From an optimization exercise on the open Yosys and OpenROAD flow, aimed at small area, a short achievable clock period and few clock cycles per item; shortcuts taken in it are not production practice.
Only simulation tests tie the RTL to the original design; equivalence was not proved.
Power and IR drop assume default switching activity.

## flow/design.v (module list and top-level ports; edited modules follow where they fit)
// module sv_cascade: 288 lines
// module sv_mulcs_p: 1808 lines
// module sv_mulcs_n: 1867 lines
module sv_cascade (
    input  wire        clk,
    input  wire        rst,
    input  wire        cfg_we,
    input  wire [4:0]  cfg_addr,
    input  wire [31:0] cfg_wdata,
    input  wire        clr,
    input  wire        in_valid,
    output wire        in_ready,
    input  wire [31:0] in_data,
    output reg         out_valid,
    output reg  [31:0] out_data,
    output reg         out_sat
);
  // ...
==> flow/run.sh <==
#!/bin/bash
# synth_recipe.tcl (not shown) runs the flow's synth.tcl, then flattens the netlist and writes it again
# the make line also repeats each setting of config.mk as NAME=value (left out here)
make -C /OpenROAD-flow-scripts/flow DESIGN_CONFIG=/design/flow/config.mk WORK_HOME=/design/flow/orfs CLKGATE_MAP_FILE= SYNTH_SCRIPT=/design/flow/synth_recipe.tcl finish
==> flow/config.mk <==
export PLATFORM = sky130hd
export DESIGN_NAME = sv_cascade
export DESIGN_NICKNAME = sv_cascade
export VERILOG_FILES = /design/flow/design.v
export SDC_FILE = /design/flow/constraint.sdc
export NUM_CORES = 4
export LEC_CHECK = 0
export ABC_AREA = 1
export CAP_MARGIN = 20
export CORE_MARGIN = 2
export CORE_UTILIZATION = 40
export SLEW_MARGIN = 20
==> flow/constraint.sdc <==
create_clock -name core_clock -period 22.0 [get_ports {clk}]
set_input_delay 4.4000 -clock core_clock [delete_from_list [all_inputs] [get_ports {clk}]]
set_output_delay 4.4000 -clock core_clock [all_outputs]
set_load 0.01 [all_outputs]
==> flow_summary.ini, run 1 <==
[logic_synthesis]
ys_ff_latch = 2496
synth_area_leaders = fa_1 (21%), edfxtp_1 (16%), dfxtp_1 (10%)
syn_nets = 32066
synth_compound_area_share_pct = 12.5
synth.most_common_cell = inv_1
synth_top_family_by_area = adder cells
synth.distinct_cells = 58
async_reset_ff_share_pct = 0
yosysWarningCount = 9

[run_status]
status = complete, no violations

[hold_path]
hold_end = blast
whs_path_depth = 0

[place]
dp.final_hpwl_um = 794000
gp_congestion = 1.04

[worst_setup_path]
endpoint = ac[3][30]
reg2reg_slack_ns = 15.19

[routing]
ant_nets = 0
num_vias = 215355
wl_per_cell_um = 30.4
drc = 0

[cts]
insertion_delay_ns = 1.05
cts_tree = built
ctsResizeCount = 0
post_cts_buffers = 0

[timing]
rsz0062_at_grt = false
fin_crit_sh_pct = 30.9
finalSetupTns_ns = 0
fin_ws_ns = 15.19

[flow_run]
maxCapViolCount = 0

[die]
die_y_um = 777

[global_route]
grt_use_met1_pct = 46.2
grt_pass1_vias = 211983

[finish]
drive_gt1_share_pct = 6.16
largest-register = cfgsec.word.c
reg_top3 = cfgsec.word.c x640, bcc x320, bss x320
multi_input_area_mm2 = 0.155
Testbench counts, summed over its fixed seeds: cycles 27,716, items 8,192.
==> module sv_cascade, before the edit <==
module sv_cascade (
    input  wire        clk,
    input  wire        rst,
    input  wire        cfg_we,
    input  wire [4:0]  cfg_addr,
    input  wire [31:0] cfg_wdata,
    input  wire        clr,
    input  wire        in_valid,
    output wire        in_ready,
    input  wire [31:0] in_data,
    output reg         out_valid,
    output reg  [31:0] out_data,
    output reg         out_sat
);
    integer i;
    genvar  g, h;
    reg        rst_r;
    reg        clr_r;
    reg        cw_we;
    reg [4:0]  cw_addr;
    reg [31:0] cw_data;
    always @(posedge clk) begin
        rst_r   <= rst;
        clr_r   <= clr & ~rst;
        cw_we   <= cfg_we & ~rst;
        cw_addr <= cfg_addr;
        cw_data <= cfg_wdata;
    end
    reg [2:0] cp_nsec;
    always @(posedge clk) begin
        if (rst)
            cp_nsec <= 3'd0;
        else if (cfg_we && cfg_addr == 5'd0)
            cp_nsec <= cfg_wdata[2:0];
    end
    wire [2:0] n = (cp_nsec > 3'd4) ? 3'd4 : cp_nsec;
    wire [31:0] wdat = rst_r ? 32'd0 : cw_data;
    wire [31:0] cw [0:19];       
    wire [24:0] sw [0:3];
    generate
        for (g = 0; g < 4; g = g + 1) begin : cfgsec
            for (h = 0; h < 5; h = h + 1) begin : word
                reg [31:0] c;
                always @(posedge clk)
                    if (rst_r || (cw_we && cw_addr == 5'd4 + 6*g + h))
                        c <= wdat;
                assign cw[5*g + h] = c;
            end
            reg [24:0] sh;
            always @(posedge clk)
                if (rst_r || (cw_we && cw_addr == 5'd9 + 6*g))
                    sh <= wdat[24:0];
            assign sw[g] = sh;
        end
    endgenerate
    reg       idle;          
    reg [1:0] ph;            
    reg       fv0;           
    reg       fv1;           
    reg       fv2;           
    reg       rdy;
    assign in_ready = rdy;
    wire accept = in_valid & rdy;
    wire [1:0] pm1 = (n == 3'd4) ? 2'd3 : 2'd2;
    wire [1:0] phf = (idle || ph == pm1) ? 2'd0 : ph + 2'd1;
    reg       idle_n, fv0_n, fv1_n, fv2_n;
    reg       ef;
    reg [1:0] lagf;
    reg [1:0] sf;
    always @* begin
        idle_n = idle;
        fv0_n  = fv0;
        fv1_n  = fv1;
        fv2_n  = fv2;
        if (n == 3'd0) begin
            idle_n = 1'b1;
            fv0_n  = 1'b0;
            fv1_n  = 1'b0;
            fv2_n  = 1'b0;
        end else if (idle) begin
            if (accept) begin
                idle_n = 1'b0;
                fv0_n  = 1'b1;
                fv1_n  = 1'b0;
                fv2_n  = 1'b0;
            end
        end else if (ph == pm1) begin
            fv2_n = fv1;
            fv1_n = fv0;
            fv0_n = accept;
            if (!accept && !(fv0 && n >= 3'd2) && !(fv1 && n >= 3'd3))
                idle_n = 1'b1;
        end
        ef   = 1'b1;
        lagf = 2'd0;
        sf   = 2'd0;
        if (n == 3'd4) begin
            case (phf)
                2'd0: begin sf = 2'd0; lagf = 2'd0; end
                2'd1: begin sf = 2'd3; lagf = 2'd2; end
                2'd2: begin sf = 2'd2; lagf = 2'd1; end
                default: begin sf = 2'd1; lagf = 2'd0; end
            endcase
        end else begin
            sf   = phf;
            lagf = phf;
            if (phf >= n[1:0] || phf == 2'd3)
                ef = 1'b0;
        end
    end
    reg       av;
    reg [1:0] as;
    reg       alast;
    always @(posedge clk) begin
        if (rst) begin
            idle <= 1'b1;
            ph   <= 2'd0;
            fv0  <= 1'b0;
            fv1  <= 1'b0;
            fv2  <= 1'b0;
            rdy  <= 1'b1;
            av   <= 1'b0;
        end else begin
            idle <= idle_n;
            ph   <= phf;
            fv0  <= fv0_n;
            fv1  <= fv1_n;
            fv2  <= fv2_n;
            rdy  <= (idle_n | (phf == pm1)) & ~cfg_we & ~clr;
            av   <= ~idle_n & ef & ((lagf == 2'd0) ? fv0_n :
                                        (lagf == 2'd1) ? fv1_n : fv2_n);
        end
        as    <= sf;
        alast <= ({1'b0, sf} == n - 3'd1);
    end
    reg [31:0] x1 [0:3];
    reg [31:0] x2 [0:3];
    reg [31:0] y1 [0:3];
    reg [31:0] y2 [0:3];
    reg        satq [0:3];       
    reg         cv;
    reg  [1:0]  cs;
    wire [31:0] y_new;
    wire        sat_new;
    wire [1:0] sfm1  = sf - 2'd1;
    wire       fwd_x = cv && (cs == sfm1);    
    wire       fwd_y = cv && (cs == sf);      
    wire       zst   = clr_r;                 
    wire [31:0] f_x   = (sf == 2'd0) ? in_data :
                        fwd_x ? y_new : y1[sfm1];
    wire        f_sat = (sf == 2'd0) ? 1'b0 :
                        fwd_x ? sat_new : satq[sfm1];
    wire [31:0] f_x1  = x1[sf];
    wire [31:0] f_x2  = x2[sf];
    wire [31:0] f_y1  = fwd_y ? y_new : y1[sf];
    wire [31:0] f_y2  = fwd_y ? y1[sf] : y2[sf];
    reg [31:0] ax [0:4];         
    reg [31:0] ac [0:4];         
    reg [24:0] ash;              
    reg        asat;
    always @(posedge clk) begin
        ax[0] <= f_x;
        ax[1] <= zst ? 32'd0 : f_x1;
        ax[2] <= zst ? 32'd0 : f_x2;
        ax[3] <= zst ? 32'd0 : f_y1;
        ax[4] <= zst ? 32'd0 : f_y2;
        for (i = 0; i < 5; i = i + 1)
            ac[i] <= (sf == 2'd0) ? cw[i]      :
                     (sf == 2'd1) ? cw[5 + i]  :
                     (sf == 2'd2) ? cw[10 + i] : cw[15 + i];
        ash  <= sw[sf];
        asat <= f_sat;
    end
    wire [63:0] cs_s [0:4];
    wire [63:0] cs_c [0:4];
    generate
        for (g = 0; g < 5; g = g + 1) begin : mul
            if (g < 3) begin : p
                sv_mulcs_p u_mul (
                    .a  (ac[g]),
                    .b  (ax[g]),
                    .sh (ash[5*g +: 5]),
                    .s  (cs_s[g]),
                    .c  (cs_c[g])
                );
            end else begin : n
                sv_mulcs_n u_mul (
                    .a  (ac[g]),
                    .b  (ax[g]),
                    .sh (ash[5*g +: 5]),
                    .s  (cs_s[g]),
                    .c  (cs_c[g])
                );
            end
        end
    endgenerate
    reg [63:0] bss [0:4];
    reg [63:0] bcc [0:4];
    reg        bv;
    reg [1:0]  bs;
    reg [24:0] bsh;
    reg        blast;
    reg        bsatin;
    always @(posedge clk) begin
        if (rst)
            bv <= 1'b0;
        else
            bv <= av;
        bs     <= as;
        blast  <= alast;
        bsatin <= asat;
        bsh    <= ash;
        for (i = 0; i < 5; i = i + 1) begin
            bss[i] <= cs_s[i];
            bcc[i] <= cs_c[i];
        end
    end
    wire signed [63:0] q [0:4];
    wire signed [65:0] t [0:4];
    generate
        for (g = 0; g < 5; g = g + 1) begin : fin
            assign q[g] = bss[g] + bcc[g];
            assign t[g] = q[g] >>> bsh[5*g +: 5];
        end
    endgenerate
    wire [65:0] r1s = t[0] ^ t[1] ^ t[2];
    wire [65:0] r1c = {(t[0][64:0] & t[1][64:0]) | (t[0][64:0] & t[2][64:0]) |
                       (t[1][64:0] & t[2][64:0]), 1'b0};
    wire [65:0] r2s = r1s ^ r1c ^ t[3];
    wire [65:0] r2c = {(r1s[64:0] & r1c[64:0]) | (r1s[64:0] & t[3][64:0]) |
                       (r1c[64:0] & t[3][64:0]), 1'b0};
    wire [65:0] r3s = r2s ^ r2c ^ t[4];
    wire [65:0] r3c = {(r2s[64:0] & r2c[64:0]) | (r2s[64:0] & t[4][64:0]) |
                       (r2c[64:0] & t[4][64:0]), 1'b0};
    reg [65:0] css, csc;
    reg        clast;
    reg        csatin;
    always @(posedge clk) begin
        if (rst)
            cv <= 1'b0;
        else
            cv <= bv;
        cs     <= bs;
        clast  <= blast;
        csatin <= bsatin;
        css    <= r3s;
        csc    <= r3c;
    end
    wire [65:0]        acc  = css + csc;
    wire               y_hi = ~acc[65] & (|acc[64:31]);
    wire               y_lo = acc[65] & ~(&acc[64:31]);
    assign y_new   = y_hi ? 32'h7FFF_FFFF : y_lo ? 32'h8000_0000 : acc[31:0];
    assign sat_new = csatin | y_hi | y_lo;
    always @(posedge clk) begin
        if (rst_r || clr_r) begin
            for (i = 0; i < 4; i = i + 1) begin
                x1[i] <= 32'd0;
                x2[i] <= 32'd0;
                y1[i] <= 32'd0;
                y2[i] <= 32'd0;
            end
        end else begin
            if (av) begin
                x1[as] <= ax[0];
                x2[as] <= ax[1];
            end
            if (cv) begin
                y1[cs] <= y_new;
                y2[cs] <= y1[cs];
            end
        end
        if (cv)
            satq[cs] <= sat_new;
    end
    always @(posedge clk) begin
        if (rst)
            out_valid <= 1'b0;
        else
            out_valid <= (cv & clast) | (accept & (n == 3'd0));
        if (n == 3'd0) begin
            out_data <= in_data;
            out_sat  <= 1'b0;
        end else if (cv && clast) begin
            out_data <= y_new;
            out_sat  <= sat_new;
        end
    end
endmodule
==> inputs of run 2 (changes only) <==
--- a/flow/design.v
+++ b/flow/design.v
@@ -27,12 +27,11 @@
         cw_data <= cfg_wdata;
     end
-    reg [2:0] cp_nsec;
+    reg [2:0] n;
     always @(posedge clk) begin
         if (rst)
-            cp_nsec <= 3'd0;
+            n <= 3'd0;
         else if (cfg_we && cfg_addr == 5'd0)
-            cp_nsec <= cfg_wdata[2:0];
+            n <= (cfg_wdata[2:0] > 3'd4) ? 3'd4 : cfg_wdata[2:0];
     end
-    wire [2:0] n = (cp_nsec > 3'd4) ? 3'd4 : cp_nsec;
     wire [31:0] wdat = rst_r ? 32'd0 : cw_data;
     wire [31:0] cw [0:19];       
@@ -65,7 +64,25 @@
     wire [1:0] phf = (idle || ph == pm1) ? 2'd0 : ph + 2'd1;
     reg       idle_n, fv0_n, fv1_n, fv2_n;
+    function [4:0] sched;        
+        input [2:0] nn;
+        input [1:0] p;
+        begin
+            if (nn == 3'd4) begin
+                case (p)
+                    2'd0:    sched = {1'b1, 2'd0, 2'd0};
+                    2'd1:    sched = {1'b1, 2'd2, 2'd3};
+                    2'd2:    sched = {1'b1, 2'd1, 2'd2};
+                    default: sched = {1'b1, 2'd0, 2'd1};
+                endcase
+            end else begin
+                sched = {(p == 2'd0) || ((p < nn[1:0]) && (p != 2'd3)), p, p};
+            end
+        end
+    endfunction
     reg       ef;
     reg [1:0] lagf;
     reg [1:0] sf;
+    reg       fwd_x;             
+    reg       fwd_y;             
     always @* begin
         idle_n = idle;
@@ -92,24 +109,12 @@
                 idle_n = 1'b1;
         end
-        ef   = 1'b1;
-        lagf = 2'd0;
-        sf   = 2'd0;
-        if (n == 3'd4) begin
-            case (phf)
-                2'd0: begin sf = 2'd0; lagf = 2'd0; end
-                2'd1: begin sf = 2'd3; lagf = 2'd2; end
-                2'd2: begin sf = 2'd2; lagf = 2'd1; end
-                default: begin sf = 2'd1; lagf = 2'd0; end
-            endcase
-        end else begin
-            sf   = phf;
-            lagf = phf;
-            if (phf >= n[1:0] || phf == 2'd3)
-                ef = 1'b0;
-        end
     end
     reg       av;
     reg [1:0] as;
     reg       alast;
+    wire [1:0] phf_n = (idle_n || phf == pm1) ? 2'd0 : phf + 2'd1;
+    wire [4:0] sch_n = sched(n, phf_n);
+    reg        bv;
+    reg [1:0]  bs;
     always @(posedge clk) begin
         if (rst) begin
@@ -131,4 +136,17 @@
                                         (lagf == 2'd1) ? fv1_n : fv2_n);
         end
+        if (rst) begin
+            ef    <= 1'b1;
+            lagf  <= 2'd0;
+            sf    <= 2'd0;
+            fwd_x <= 1'b0;
+            fwd_y <= 1'b0;
+        end else begin
+            ef    <= sch_n[4];
+            lagf  <= sch_n[3:2];
+            sf    <= sch_n[1:0];
+            fwd_x <= bv && (bs == sch_n[1:0] - 2'd1);
+            fwd_y <= bv && (bs == sch_n[1:0]);
+        end
         as    <= sf;
         alast <= ({1'b0, sf} == n - 3'd1);
@@ -144,6 +162,4 @@
     wire        sat_new;
     wire [1:0] sfm1  = sf - 2'd1;
-    wire       fwd_x = cv && (cs == sfm1);    
-    wire       fwd_y = cv && (cs == sf);      
     wire       zst   = clr_r;                 
     wire [31:0] f_x   = (sf == 2'd0) ? in_data :
@@ -197,6 +213,4 @@
     reg [63:0] bss [0:4];
     reg [63:0] bcc [0:4];
-    reg        bv;
-    reg [1:0]  bs;
     reg [24:0] bsh;
     reg        blast;
@@ -250,5 +264,5 @@
     wire               y_hi = ~acc[65] & (|acc[64:31]);
     wire               y_lo = acc[65] & ~(&acc[64:31]);
-    assign y_new   = y_hi ? 32'h7FFF_FFFF : y_lo ? 32'h8000_0000 : acc[31:0];
+    assign y_new   = {(acc[31] | y_lo) & ~y_hi, (acc[30:0] | {31{y_hi}}) & ~{31{y_lo}}};
     assign sat_new = csatin | y_hi | y_lo;
     always @(posedge clk) begin
--- a/flow/config.mk
+++ b/flow/config.mk
@@ -9,4 +9,5 @@
 export CAP_MARGIN = 20
 export CORE_MARGIN = 2
-export CORE_UTILIZATION = 40
+export CORE_UTILIZATION = 55
+export PLACE_DENSITY = 0.65
 export SLEW_MARGIN = 20
==> run 2 against run 1 <==
Clock skew down 0.053 ns. Utilization up 16 points. Via count up 0.81%. Sequential power down 1%. Combinational power down 2%. Area after synthesis down 0.51%. Global-route usage up 12 points. Register-to-register slack better by 0.39 ns. Non-clock buffer count down 19.
==> flow_summary.ini, run 2 <==
[die]
core_area_mm2 = 0.431
die-area_mm2 = 0.438
die_w_um = 662
num_rows = 241
die_y_um = 662
pin_count = 109
initial_utilization_pct = 55.2

[logic_synthesis]
synth_edf_count = 1288
synth_ff_type = edfxtp_1
synth.distinct_cells = 55
synth_area_leaders = fa_1 (21%), edfxtp_1 (16%), dfxtp_1 (10%)
synth.most_common_cell = inv_1
synthTopCellsByCount = inv_1 (3731), nand2_1 (3577), xor2_1 (2635), fa_1 (2509), o22ai_1 (2487)
ys_ff_latch = 2503
synth_top_area_share_pct = 21.1
yosysWarningCount = 9
async_reset_ff_share_pct = 0
syn_nets = 31824
postSynthAreaPerCell_um2 = 8.34
syn_inst = 28524
yosysTopAreaCell = fa_1
syn-cell-area_mm2 = 0.238
seq_area_frac_synth_pct = 26.5

[worst_setup_path]
crit_start = in_valid
worst-setup-path-type = in -> reg
startpoint_type = input port
required_ns = 22.82
path_max_fanout = 5
r2r_cells = 12
worstPathArrival_ns = 7.25
reg2reg_slack_ns = 15.58
timing.rr.end = bcc[2][33]
endpoint = fwd_x
crit_path_end_kind = flip-flop
reg2reg_from = ax[2][15]

[global_route]
grt_pass1_wl_um = 1490000
grt_max_degree = 209
track_usage_pct = 47.1
grt_pass1_vias = 213396
antenna_found_initial = 86
grt_overflow = 0

[routing]
vias_per_cell = 6.47
drc = 0
num_vias = 217092
drtPass1Iterations = 10
drt-total-wl_um = 1050000
ant_nets = 0
wl_per_cell_um = 31.3
drt_iter0_markers = 30695

[finish]
layout.cells.non_filler = 33541
final_cell_mix = inv_1 (3652), nand2_1 (3537), xor2_1 (2635)
n_fill_cell = 38719
fin_nets = 30833
layout_commonest_cell = inv_1
reg_top3 = cfgsec.word.c x640, bcc x320, bss x320
drive_gt1_share_pct = 6.00
largest-register = cfgsec.word.c
largest_reg_flops = 640
area_growth_pct = 6.69

[cts]
htreeDepth = 5
post_cts_buffers = 0
clock_sinks = 2503
insertion_delay_ns = 0.99
cts.path.max_buffers = 4
cts_tree = built
clockRootBuffer = clkbuf_16
ctsResizeCount = 0
clk_pin_slew_ns = 0.06
postCtsHoldBufs = 0
cts_buffers = 283

[timing]
rsz0062_at_grt = false
tightest_slew_ns = 1.25
setup_viol = 0
hold_viol = 0
layout_min_cycle_time_ns = 6.43
fin_crit_sh_pct = 29.2
slew-limit-headroom_pct = 16.9
finalSetupTns_ns = 0
fmax_mhz = 156
finalClockSkew_ns = 0.0824
drv_slew = 0

[power_and_ir_drop]
p_leak_uw = 0.113
pwr-share-seq_pct = 14.4
combPwrFrac_pct = 75.8
ir_drop_mv = 0.243
internal_power_uw = 21600
clkPwrFrac_pct = 9.8
powerDensity_mw_per_mm2 = 193
switching_share_pct = 55.9
switchingPower_uw = 27400

[hold_path]
hold_class = reg -> reg

[run_status]
status = complete, no violations

[place]
gp_congestion = 1.10
io_buffers = 108
dp.final_hpwl_um = 750000
post-place-cells = 32957

[flow_run]
maxCapViolCount = 0
==> run 2: metrics by stage <==
step	util [%]	hold slack, ns	total power (µW)	instance area [µm²]	setup slack, ns
after detailed placement	56.7	0.315	42900	244000	14.65
after global routing	58.9	0.337	52400	254000	15.21
final	58.9	0.308	49000	254000	15.57
after floorplan	-	0.310	28600	238000	15.69
after global placement	56.7	0.310	42400	244000	14.48
after CTS	58.8	0.315	47800	254000	15.59
==> run 2: cell families (layout without fill, tap and decap cells) <==
group | count (synthesis) | in the layout | synth area share, %
simple gates | 8824 | 8824 | 15.8
mux | 182 | 182 | 0.766
other cells | 0 | 66 | 0
xor+xnor | 2764 | 2764 | 10.2
compound gates | 5258 | 5258 | 12.8
flops | 2503 | 2503 | 26.5
buf+inv | 5767 | 5008 | 9.13
fa+ha+maj | 3226 | 3226 | 24.9
==> run 2: worst min-delay path by stage <==
stage / start / endpoint / slack, ns / cells after the start
global placement: blast / clast / 0.31 / 0
finish: alast / blast / 0.31 / 0
floorplan: alast / blast / 0.31 / 0
CTS: alast / blast / 0.31 / 0
global route: bsatin / csatin / 0.34 / 0
detailed placement: blast / clast / 0.31 / 0
==> run 2: cell type report <==
cell class                      count  area, µm²  share of cell area (%)
Tap cell                         5710       7140                    2.81
Sequential cell                  2503      63100                    24.9
Clock buffer                      408       8110                    3.20
Antenna cell                       66        165                  0.0651
Clock inverter                    109       1160                   0.459
Multi-Input combinational cell  20254     154000                    60.8
Inverter                         3811      14300                    5.64
Timing Repair Buffer              680       5450                    2.15
==> run 2: worst max-delay path, stage by stage <==
cell and delay (ns):
clkdlybuf4s50_1 0.46, nand2_1 0.18, inv_1 0.13, o21ai_0 0.08, a21oi_1 0.21, o21ai_0 0.20
nor3_1 0.47, inv_1 0.16, ha_1 0.32, nand2_1 0.10, nand2_1 0.07, xnor2_1 0.18
o21ai_0 0.16, o211a_1 0.14
==> run 2: power by group through the flow <==
stage	logic [µW]	clock network (µW)	registers, µW
final	37100	4810	7050
after global routing	40300	5000	7090
after CTS	36000	4830	7010
after detailed placement	35700	0	7100
after global placement	35300	0	7100
after floorplan	21800	0	6810
==> run 2: layer usage <==
layer	track usage, %	share of wire, %
met5	1.43	0.15
met4	36.5	9.8
met3	17.8	14
met2	68.9	41
met1	55.8	35
Testbench counts of run 2, summed over its fixed seeds: cycles 27,716, items 8,192.

==> afterwards: timing with drivers on the ports <==
Ports are ideal in the flow. The routed layouts listed here were re-timed in OpenROAD.
Step 1 assumes that a clkbuf_16 drives the clock port and a buf_2 every other input.
Step 2 times the ports against the registers' clock, not the clock port: input delays grow and output delays shrink by t, the midpoint of the rising clock arrivals with the driver on.
Slacks: no drivers / after step 1 / after step 2; pairs: no drivers / after step 1.
run | t (ns) | setup WS [ns] | latest minus earliest clock arrival (ns) | slew at the worst register clock pin (ns)
run 1 | 1.118 | 15.194 / 15.194 / 15.194 | 0.146 / 0.146 | 0.08 / 0.08
run 2 | 1.090 | 15.569 / 15.507 / 14.591 | 0.083 / 0.083 | 0.08 / 0.08
After both steps setup and hold are still met in every run listed. The setup slack of run 2, which loses most, moves by -0.062 ns with the drivers and by -0.978 ns with both steps.
